Source: an optimization exercise on an open RTL-to-GDS flow (aim: small area, a short achievable clock period and few clock cycles per item). Production flows keep margins and buffers that such runs may drop.
In this exercise RTL edits were held to simulation tests only and were not proved equivalent to the original.
Power and IR drop assume default switching activity.

==> flow/design.v <==
module pol_charge_unit (
    input  wire         clk,
    input  wire         rst,           
    input  wire         in_valid,
    output wire         in_ready,
    input  wire [114:0] in_cfg,        
    input  wire [39:0]  in_tc,         
    input  wire [39:0]  in_tp,         
    input  wire [51:0]  in_last,       
    input  wire [15:0]  in_bytes,      
    input  wire [63:0]  in_ts,         
    output wire         out_valid,
    input  wire         out_ready,
    output wire [1:0]   out_colour,    
    output wire         out_drop,      
    output wire [39:0]  out_tc,
    output wire [39:0]  out_tp,
    output wire [51:0]  out_last
);
    localparam [1:0] MODE_2698 = 2'b01,
                     MODE_4115 = 2'b10;
    localparam [1:0] GREEN  = 2'd0,
                     YELLOW = 2'd1,
                     RED    = 2'd2;
    localparam [2:0] S_IDLE = 3'd0,
                     S_DIV  = 3'd1,
                     S_MUL  = 3'd2,
                     S_FIN  = 3'd3,
                     S_OUT  = 3'd4;
    reg  [2:0]   state;
    reg  [5:0]   cnt;
    reg  [31:0]  c_inc, p_inc;
    reg  [23:0]  cbs, pbs;
    reg  [1:0]   mode;
    reg          red_drop;
    reg  [39:0]  tc, tp;
    reg  [51:0]  last;
    reg  [15:0]  nbytes;
    reg  [53:0]  dq;               
    reg  [2:0]   drem;
    reg  [31:0]  mn;               
    reg  [63:0]  cprod, pprod;
    reg  [63:0]  cadd, padd;       
    reg          nbig;             
    reg          refill;           
    reg  [1:0]   colour;
    reg  [39:0]  r_tc, r_tp;
    reg  [51:0]  r_last;
    reg          r_drop;
    wire [3:0]  dr_try = {drem, dq[53]};
    wire        dr_ge  = (dr_try >= 4'd5);
    wire [3:0]  dr_new = dr_ge ? (dr_try - 4'd5) : dr_try;    
    wire [51:0] b_val  = dq[51:0];
    wire [51:0] n_val  = b_val - last;
    wire [31:0] ccap = {cbs, 8'd0};
    wire [31:0] pcap = {pbs, 8'd0};
    wire [23:0] bsc  = {nbytes, 8'd0};
    function [39:0] fill(input [39:0] lvl, input [63:0] prod, input big, input [31:0] inc,
                         input [31:0] cap);
        reg [64:0] sum;
        begin
            sum = {25'd0, lvl} + {1'b0, prod};
            if ((big && inc != 32'd0) || sum > {33'd0, cap})
                fill = {8'd0, cap};
            else
                fill = sum[39:0];
        end
    endfunction
    wire [39:0] f_tc = refill ? fill(tc, cprod, nbig, c_inc, ccap) : tc;
    wire [39:0] f_tp = refill ? fill(tp, pprod, nbig, p_inc, pcap) : tp;
    always @(posedge clk) begin
        if (rst) begin
            state <= S_IDLE;
            cnt   <= 6'd0;
        end else begin
            case (state)
                S_IDLE: begin
                    if (in_valid) begin
                        c_inc    <= in_cfg[31:0];
                        p_inc    <= in_cfg[63:32];
                        cbs      <= in_cfg[87:64];
                        pbs      <= in_cfg[111:88];
                        mode     <= in_cfg[113:112];
                        red_drop <= in_cfg[114];
                        tc       <= in_tc;
                        tp       <= in_tp;
                        last     <= in_last;
                        nbytes   <= in_bytes;
                        dq       <= in_ts[63:10];
                        drem     <= 3'd0;
                        cnt      <= 6'd0;
                        state    <= S_DIV;
                    end
                end
                S_DIV: begin
                    drem <= dr_new[2:0];
                    dq   <= {dq[52:0], dr_ge};
                    cnt  <= cnt + 6'd1;
                    if (cnt == 6'd53) begin
                        cnt   <= 6'd0;
                        state <= S_MUL;
                    end
                end
                S_MUL: begin
                    if (cnt == 6'd0) begin
                        refill <= (b_val > last);
                        nbig   <= (n_val[51:32] != 20'd0);
                        mn     <= n_val[31:0] >> 1;
                        cprod  <= n_val[0] ? {32'd0, c_inc} : 64'd0;
                        pprod  <= n_val[0] ? {32'd0, p_inc} : 64'd0;
                        cadd   <= {31'd0, c_inc, 1'b0};
                        padd   <= {31'd0, p_inc, 1'b0};
                    end else begin
                        mn <= mn >> 1;
                        if (mn[0]) begin
                            cprod <= cprod + cadd;
                            pprod <= pprod + padd;
                        end
                        cadd <= cadd << 1;
                        padd <= padd << 1;
                    end
                    cnt <= cnt + 6'd1;
                    if (cnt == 6'd31) begin
                        cnt   <= 6'd0;
                        state <= S_FIN;
                    end
                end
                S_FIN: begin
                    r_drop <= 1'b0;
                    if (mode == MODE_2698) begin
                        r_last <= refill ? b_val : last;
                        if (f_tp < {16'd0, bsc}) begin
                            colour <= RED;
                            r_drop <= red_drop;
                            r_tc   <= f_tc;
                            r_tp   <= f_tp;
                        end else if (f_tc < {16'd0, bsc}) begin
                            colour <= YELLOW;
                            r_tc   <= f_tc;
                            r_tp   <= f_tp - {16'd0, bsc};
                        end else begin
                            colour <= GREEN;
                            r_tc   <= f_tc - {16'd0, bsc};
                            r_tp   <= f_tp - {16'd0, bsc};
                        end
                    end else if (mode == MODE_4115) begin
                        r_last <= refill ? b_val : last;
                        if (f_tc >= {16'd0, bsc}) begin
                            colour <= GREEN;
                            r_tc   <= f_tc - {16'd0, bsc};
                            r_tp   <= f_tp;
                        end else if (f_tp >= {16'd0, bsc}) begin
                            colour <= YELLOW;
                            r_tc   <= f_tc;
                            r_tp   <= f_tp - {16'd0, bsc};
                        end else begin
                            colour <= RED;
                            r_drop <= red_drop;
                            r_tc   <= f_tc;
                            r_tp   <= f_tp;
                        end
                    end else begin
                        colour <= GREEN;
                        r_tc   <= tc;
                        r_tp   <= tp;
                        r_last <= last;
                    end
                    state <= S_OUT;
                end
                S_OUT: begin
                    if (out_ready) state <= S_IDLE;
                end
                default: state <= S_IDLE;
            endcase
        end
    end
    assign in_ready   = (state == S_IDLE);
    assign out_valid  = (state == S_OUT);
    assign out_colour = colour;
    assign out_drop   = r_drop;
    assign out_tc     = r_tc;
    assign out_tp     = r_tp;
    assign out_last   = r_last;
endmodule
==> flow/run.sh <==
#!/bin/bash
# synth_recipe.tcl (not shown) runs the flow's synth.tcl, then flattens the netlist and writes it again
# the make line also repeats each setting of config.mk as NAME=value (left out here)
make -C /OpenROAD-flow-scripts/flow DESIGN_CONFIG=/design/flow/config.mk WORK_HOME=/design/flow/orfs CLKGATE_MAP_FILE= SYNTH_SCRIPT=/design/flow/synth_recipe.tcl finish
==> flow/config.mk <==
export PLATFORM = sky130hd
export DESIGN_NAME = pol_charge_unit
export DESIGN_NICKNAME = pol_charge_unit
export VERILOG_FILES = /design/flow/design.v
export SDC_FILE = /design/flow/constraint.sdc
export NUM_CORES = 4
export LEC_CHECK = 0
export CAP_MARGIN = 20
export CORE_MARGIN = 2
export CORE_UTILIZATION = 40
export SLEW_MARGIN = 20
==> flow/constraint.sdc <==
create_clock -name core_clock -period 11.0 [get_ports {clk}]
set_input_delay 2.2000 -clock core_clock [delete_from_list [all_inputs] [get_ports {clk}]]
set_output_delay 2.2000 -clock core_clock [all_outputs]
set_load 0.01 [all_outputs]
==> summary.txt <==
Core Rows = 128
Wire length per cell = 22.77 um
Buffers on Ports = 457
Sum Neg Setup Slack = 0 ns
Leak = 22.41 nW
Post-Syn Area = 49,170 um^2
GPL Wtd Cong = 0.9711
Crit path required time = 11.51 ns
# hold bufs at CTS = 0
Clk latency of the worst-skew pair = 0.72 ns
Placed Cells = 6,985
CTS tree = built
Fin. max-slew vios = 0
Sw Share = 36.77%
Critical path class = reg -> reg
Finished Layout Cells = 7,147
Fmax = 95.59 MHz
Largest net degree at the start of global routing = 149
Yosys top cell by area = edfxtp_1
Worst setup SP type = flop
Slew headroom = 16.70%
Area Overhead vs Synth = 19.77%
Worst Hold Class = reg -> reg
Commonest non-fill, non-tap cell in the layout = edfxtp_1
Syn Inst Count = 5,019
Unique masters post-synth = 97
Slowest cell on crit path = or4_1
Net Count, Synth = 5,698
Core ar. = 121,900 um^2
DP HPWL = 123,500 um
Unrepaired setup endpoints after global routing = false
Initial core utilization = 40.34%
Setup Skew = 0.02497 ns
Initial DRC count = 3,327
Register area share after synthesis = 45.69%
Final antenna-violating net count = 0
WP data arrival = 10.97 ns
Initial antenna violation count = 17
Most frequent cells in the layout = edfxtp_1 (742), nand2_1 (691), clkdlybuf4s50_1 (457)
Die height = 354.6 um
Status = complete, no violations
Die area = 125,700 um^2
Final hold violation count = 0
Pwr Density = 194.2 nW/um^2
Worst slew pin tran = 1.234 ns
H-Tree Level Count = 3
Clock Tree Buf Depth = 3
Max_cap viols = 0
Share of the synthesized area in the top cell type = 45.32%
Number of global-route vias before repair = 39,202
Max FO, Critical Path = 6
CTS buffer count = 88
Clk sink count = 751
Chip Width = 354.6 um
Worst hold slack = 0.5083 ns
EDFF count, synth = 742
Fillers = 11,346
Total track usage = 25.14%
CP endpoint kind = flop
Layout cells sized above 1 = 6.122%
Num ports = 468
First-pass GRT wire length = 242,300 um
Crit path time final = 10.46 ns
Top FF cell, synth = edfxtp_1
Cell Int Power = 7.232 mW
FFs w/ async S/R, synth = 0%
Via-to-Cell Ratio = 5.730
Logic pwr share = 36.7%
Vias post-DR = 40,949
Top cells by area, synth = edfxtp_1 (45%), ha_1 (8.7%), nand2_1 (5.3%), a21oi_1 (3.8%), o21ai_0 (3.2%)
Seq cells post-synth = 751
Net Sw Power = 4.205 mW
Mean cell area of the mapped netlist = 9.796 um^2
Post-Route WL = 162,700 um
Drt drc = 0
Root buf cell = clkbuf_16
Count of nets after finishing = 6,134
Worst-path clk slew = 0.06 ns
Clock share of power = 27.1%
Endpoints failing setup = 0
Critical path's largest stage delay = 0.57 ns
Flop pwr share = 36.2%
Yosys warns = 1
Fin crit share = 95.10%
Maximum VDD drop = 0.1996 mV
Overflow after GRT = 0
DRT Pass-1 Iters = 6
cell families after synthesis:
kind of cell | Yosys count | synth area share, %
AOI/OAI and AO/OA | 1363 | 17.91
and+or+nand+nor | 1797 | 17.74
xor gates and xnor gates | 236 | 4.204
buffers and inverters | 421 | 3.260
adders and majority gates | 348 | 8.963
muxes | 103 | 2.239
DFF | 751 | 45.69
stage by stage:
| stage | total power [mW] | area, um^2 | utilization [%] | setup WS (ns) |
|---|---|---|---|---|
| 3_3_place_gp | 8.298 | 55740 | 45.74 | 0.3405 |
| 6_report | 11.44 | 58890 | 48.32 | 0.5390 |
| 2_1_floorplan | 7.072 | 49190 | - | 0.2798 |
| 3_5_place_dp | 8.343 | 55740 | 45.74 | 0.1538 |
| 4_1_cts | 11.49 | 58750 | 48.21 | 0.05977 |
| 5_1_grt | 12.14 | 58880 | 48.31 | 0.02435 |
power groups by stage:
| stage | Clock [mW] | Combinational, mW | Sequential, mW |
|---|---|---|---|
| 2_1_floorplan | 0 | 3.02 | 4.05 |
| 3_3_place_gp | 0 | 4.12 | 4.18 |
| 3_5_place_dp | 0 | 4.16 | 4.18 |
| 4_1_cts | 3.18 | 4.18 | 4.13 |
| 5_1_grt | 3.28 | 4.70 | 4.16 |
| 6_report | 3.10 | 4.20 | 4.13 |
critical path: cells and delay by family (launching register included):
| family | cells | cell delay [ns] |
|---|---|---|
| compound gates | 16 | 3.96 |
| simple gates | 14 | 3.28 |
| fa+ha+maj | 4 | 1.14 |
| buf+inv | 5 | 0.77 |
| flops | 1 | 0.41 |
| mux | 2 | 0.38 |
| xor+xnor | 1 | 0.26 |
cell type report:
| type | count | area (um^2) | share of cell area [%] |
|---|---|---|---|
| antenna | 1 | 2.502 | 0.004250 |
| multi-input combinational | 3847 | 25270 | 42.91 |
| timing repair buffer | 536 | 5246 | 8.909 |
| inverter | 231 | 867.1 | 1.472 |
| clock buffer | 103 | 2280 | 3.871 |
| clock inverter | 53 | 726.9 | 1.235 |
| tap | 1625 | 2033 | 3.453 |
| sequential | 751 | 22460 | 38.14 |
registers in the layout, indices dropped and copies added (netlist names), 6 cells and up:
| register | count |
|---|---|
| padd | 63 |
| mn | 31 |
| dq | 54 |
| cadd | 63 |
| pbs | 24 |
| last | 52 |
| tp | 40 |
| cnt | 6 |
| cbs | 24 |
| p_inc | 32 |
| r_last | 52 |
| cprod | 64 |
| tc | 40 |
| nbytes | 16 |
| c_inc | 32 |
| r_tp | 40 |
| r_tc | 40 |
| pprod | 64 |
cells in the mapped netlist (all sizes together), types with 73 or more instances:
library cell and instances:
nand3 90, a21o 155, nor2 327, nand4 101, ha 341, inv 231, clkbuf 161, and2 97
nor3 94, o21ai 324, xor2 102, xnor2 134, nand3b 73, edfxtp 742, nand2 693, a21oi 371
timing repair:
action	CTS	global route
resized for setup	0	23
setup endpoints to repair	0	65
setup buffers	0	5
routing by layer:
layer | part of all wire (%) | wire length, um | GRT usage, %
met1 | 45 | 72760 | 34.41
met2 | 45 | 72490 | 39.77
met3 | 7.0 | 11360 | 4.807
met4 | 3.6 | 5929 | 8.746
met5 | 0.12 | 195 | 0
path summary, 6_finish.rpt:
| check | start | to | slack, ns | cells past startpoint |
|---|---|---|---|---|
| setup reg to reg | tc[0] | r_tc[35] | 0.54 | 42 |
| setup / recovery | tc[0] | r_tc[35] | 0.54 | 42 |
| hold / removal | dq[52] | dq[53] | 0.51 | 2 |
| hold reg to reg | dq[52] | dq[53] | 0.51 | 2 |
Testbench counts, summed over its fixed seeds: cycles 136,704, items 1,536.

-- separate check: timing with driven ports --
No port has a modelled driver above. Below, the same layout with a new extraction and two added sets of constraints.
Step 1, drivers: a clkbuf_16 drives clk and a buf_2 each remaining input, both assumed.
Step 2 times the ports against the registers' clock, not the clock port: input delays grow and output delays shrink by t, the midpoint of the rising clock arrivals with the driver on.
Three values: no drivers, after step 1, after step 2; two values: the first two.
shift t [ns]: 0.782
slack for setup (ns): 0.539 / 0.539 / 0.539
hold slack, ns: 0.508 / 0.508 / 0.508
clock arrival spread, ns: 0.027 / 0.028
slew at the worst register clock pin (ns): 0.07 / 0.07
After both steps this run still meets setup and hold. For this run, drivers alone change the setup slack by 0.000 ns; drivers and shift together by 0.000 ns.
